Background: an optimization exercise with open tools, aiming at small area. Do not read the settings as production practice. Function was checked by simulation only, so behaviour that the tests miss may differ from the original. Power and IR drop assume default switching activity.

==> flow/design.v <==
module row_pwm (
    input  wire        clk,
    input  wire        rst,
    input  wire        tick,         
    input  wire        row_a,        
    input  wire [16:0] cfg_period,   
    input  wire        gstart,       
    input  wire        wr_duty,
    input  wire        wr_phase,
    input  wire [2:0]  wr_ch,
    input  wire [16:0] wr_data,      
    output reg  [7:0]  out,
    output reg  [16:0] cnt,
    output reg         wrap
);
    function [17:0] add17;           
        input [16:0] a, b;
        input        ci;
        integer k;
        reg c;
        begin
            c = ci;
            for (k = 0; k < 17; k = k + 1) begin
                add17[k] = a[k] ^ b[k] ^ c;
                c = (a[k] & b[k]) | (a[k] & c) | (b[k] & c);
            end
            add17[17] = c;
        end
    endfunction
    function [16:0] inc17;           
        input [16:0] a;
        integer k;
        reg c;
        begin
            c = 1'b1;
            for (k = 0; k < 17; k = k + 1) begin
                inc17[k] = a[k] ^ c;
                c = a[k] & c;
            end
        end
    endfunction
    function [16:0] dec17;           
        input [16:0] a;
        integer k;
        reg b;
        begin
            b = 1'b1;
            for (k = 0; k < 17; k = k + 1) begin
                dec17[k] = a[k] ^ b;
                b = ~a[k] & b;
            end
        end
    endfunction
    function lt17;                   
        input [16:0] a, b;
        integer k;
        reg c;
        begin
            c = 1'b0;
            for (k = 0; k < 17; k = k + 1)
                c = (~a[k] & b[k]) | (~(a[k] ^ b[k]) & c);
            lt17 = c;
        end
    endfunction
    reg  [16:0] per;
    wire [16:0] pmin    = row_a ? 17'd2500 : 17'd500;
    wire [16:0] cfg_cl  = lt17(cfg_period, pmin) ? pmin :
                          lt17(17'd100000, cfg_period) ? 17'd100000 : cfg_period;
    wire [16:0] cnt_inc = inc17(cnt);
    wire        at_end  = (cnt_inc == per);
    wire        do_wrap = gstart || (tick && at_end);
    wire [16:0] per_nx  = do_wrap ? cfg_cl : per;
    reg  [8:0]  gap;
    reg  [7:0]  frac;
    reg  [7:0]  m;
    wire        gap1    = (gap == 9'd1);
    wire        hit     = tick && !do_wrap && gap1;
    wire [17:0] fsum    = add17({9'd0, frac}, {9'd0, per[7:0]}, 1'b0);
    wire [17:0] gnext   = add17({8'd0, per[16:8]}, 17'd0, fsum[8]);
    wire [16:0] gdec    = dec17({8'd0, gap});
    wire [16:0] minc    = inc17({9'd0, m});
    always @(posedge clk) begin
        if (rst) begin
            m    <= 8'd1;
            gap  <= 9'd19;           
            frac <= 8'd136;          
        end else if (do_wrap) begin
            m    <= 8'd1;
            gap  <= per_nx[16:8];
            frac <= per_nx[7:0];
        end else if (tick) begin
            if (gap1) begin
                m    <= minc[7:0];
                gap  <= gnext[8:0];
                frac <= fsum[7:0];
            end else begin
                gap  <= gdec[8:0];
            end
        end
    end
    always @(posedge clk) begin
        if (rst) begin
            cnt  <= 17'd0;
            per  <= 17'd5000;
            wrap <= 1'b0;
        end else begin
            cnt  <= do_wrap ? 17'd0 : (tick ? cnt_inc : cnt);
            per  <= per_nx;
            wrap <= do_wrap;
        end
    end
    reg  [16:0] duty_w  [0:7];
    reg  [7:0]  phase_w [0:7];
    reg  [16:0] duty_a  [0:7];
    reg  [7:0]  phase_a [0:7];
    reg  [16:0] rem     [0:7];   
    reg  [16:0] mq      [0:7];   
    reg  [16:0] mp      [0:7];   
    reg         ra      [0:7];   
    reg         hc      [0:7];   
    integer i;
    reg  [16:0] dn, tminv, kend;
    reg         st, q, step, fin, lo, hi;
    reg  [17:0] sum;
    reg  [16:0] rdec;
    always @(posedge clk) begin
        if (rst) begin
            out <= 8'd0;
            for (i = 0; i < 8; i = i + 1) begin
                duty_w[i]  <= 17'd0;
                duty_a[i]  <= 17'd0;
                phase_w[i] <= 8'd32 * i[7:0];
                phase_a[i] <= 8'd32 * i[7:0];
                rem[i]     <= 17'd18;
                mq[i]      <= 17'd0;
                hc[i]      <= 1'b0;
            end
        end else begin
            for (i = 0; i < 8; i = i + 1) begin
                if (do_wrap) begin
                    duty_a[i]  <= duty_w[i];
                    phase_a[i] <= phase_w[i];
                end
                dn    = do_wrap ? duty_w[i] : duty_a[i];
                st    = do_wrap ? (phase_w[i] == 8'd0) : (hit && phase_a[i] == m);
                q     = mq[i][0];
                step  = (mq[i][16:1] != 16'd0);
                fin   = (mq[i] == 17'd1);
                sum   = add17(rem[i], q ? mp[i] : 17'd0, 1'b0);
                tminv = ra[i] ? 17'd100 : 17'd20;
                lo    = (rem[i][16:7] == 10'd0) && (rem[i][6:0] < tminv[6:0]);
                hi    = lt17(mp[i], add17(rem[i], tminv, 1'b0));
                kend  = hc[i] ? (ra[i] ? 17'd118 : 17'd38) : 17'd18;
                rdec  = dec17(rem[i]);
                if (dn == 17'd0) begin
                    rem[i] <= 17'd18;
                    hc[i]  <= 1'b0;
                    mq[i]  <= 17'd0;
                    out[i] <= 1'b0;
                end else if (dn[16]) begin
                    rem[i] <= 17'd18;
                    hc[i]  <= 1'b0;
                    mq[i]  <= 17'd0;
                    out[i] <= 1'b1;
                end else if (st) begin
                    rem[i] <= 17'd0;
                    hc[i]  <= 1'b0;
                    mq[i]  <= {1'b1, dn[15:0]};
                    mp[i]  <= per_nx;
                    ra[i]  <= row_a;
                    out[i] <= 1'b1;
                end else if (tick) begin
                    if (step) begin
                        rem[i] <= sum[17:1];
                        mq[i]  <= mq[i] >> 1;
                    end else if (fin) begin
                        if (lo)
                            rem[i] <= tminv;
                        else if (hi) begin
                            rem[i] <= mp[i];
                            hc[i]  <= 1'b1;
                        end
                        mq[i] <= 17'd0;
                    end else if (rem[i] != kend) begin
                        rem[i] <= rdec;
                    end else begin
                        out[i] <= 1'b0;
                    end
                end
            end
            if (wr_duty)
                duty_w[wr_ch] <= wr_data;
            if (wr_phase)
                phase_w[wr_ch] <= wr_data[7:0];
        end
    end
endmodule
==> flow/config.mk <==
export PLATFORM = sky130hd
export DESIGN_NAME = row_pwm
export DESIGN_NICKNAME = row_pwm
export VERILOG_FILES = /design/flow/design.v
export SDC_FILE = /design/flow/constraint.sdc
export NUM_CORES = 4
export LEC_CHECK = 0
export CAP_MARGIN = 20
export CORE_MARGIN = 2
export CORE_UTILIZATION = 25
export PLACE_DENSITY = 0.45
export SLEW_MARGIN = 20
==> flow/constraint.sdc <==
create_clock -name core_clock -period 20.0 [get_ports {clk}]
set_input_delay 4.0000 -clock core_clock [delete_from_list [all_inputs] [get_ports {clk}]]
set_output_delay 4.0000 -clock core_clock [all_outputs]
set_load 0.01 [all_outputs]
run.sh (not shown) runs the stock make flow with config.mk's settings and CLKGATE_MAP_FILE= SYNTH_SCRIPT=/design/flow/synth_recipe.tcl, a recipe that flattens the netlist after the stock synthesis.
Then changed:
--- a/flow/design.v
+++ b/flow/design.v
@@ -123,5 +123,4 @@
     reg         st, q, step, fin, lo, hi;
     reg  [17:0] sum;
-    reg  [16:0] rdec;
     always @(posedge clk) begin
         if (rst) begin
@@ -147,10 +146,10 @@
                 step  = (mq[i][16:1] != 16'd0);
                 fin   = (mq[i] == 17'd1);
-                sum   = add17(rem[i], q ? mp[i] : 17'd0, 1'b0);
+                sum   = add17(rem[i], step ? (q ? mp[i] : 17'd0) :
+                                      fin ? ~mp[i] : 17'h1ffff, 1'b0);
                 tminv = ra[i] ? 17'd100 : 17'd20;
                 lo    = (rem[i][16:7] == 10'd0) && (rem[i][6:0] < tminv[6:0]);
-                hi    = lt17(mp[i], add17(rem[i], tminv, 1'b0));
+                hi    = (sum[16:7] == 10'h3ff) && (~sum[6:0] < tminv[6:0]);
                 kend  = hc[i] ? (ra[i] ? 17'd118 : 17'd38) : 17'd18;
-                rdec  = dec17(rem[i]);
                 if (dn == 17'd0) begin
                     rem[i] <= 17'd18;
@@ -183,5 +182,5 @@
                         mq[i] <= 17'd0;
                     end else if (rem[i] != kend) begin
-                        rem[i] <= rdec;
+                        rem[i] <= sum[16:0];
                     end else begin
                         out[i] <= 1'b0;
Result: First-iteration DRC count is higher by a quarter to a third; power went up by a few percent; global-route usage grows by 0.95 points; hold slack degrades by 0.023 ns; final cell count falls by roughly a tenth; final area came out lower by a little under a tenth; utilization is about the same; sequential power hardly moves.

==> static timing again, ports no longer ideal <==
The flow's constraints put no driver on any port. The routed layouts listed below were extracted and timed again, unchanged, in two steps. Step 1 assumes that a clkbuf_16 drives the clock port and a buf_2 every other input. Step 2 moves the port delays by t, midway between the first and last clock arrival at a register: inputs arrive t later, outputs are due t later. That takes back most of the time a late clock gives input paths. a / b / c = ideal / step 1 / step 2; a / b = the first two.
run	t (ns)	setup slack, ns	slew at the worst register clock pin (ns)	worst slew at a driven data input, ns
the first run	0.785	11.473 / 11.458 / 10.673	0.07 / 0.07	0.15
the second run	0.795	9.461 / 9.461 / 9.461	0.07 / 0.07	0.18
After both steps every run listed still meets setup and hold. For the first run, which loses most, drivers alone change the setup slack by -0.015 ns; drivers and shift together by -0.800 ns.
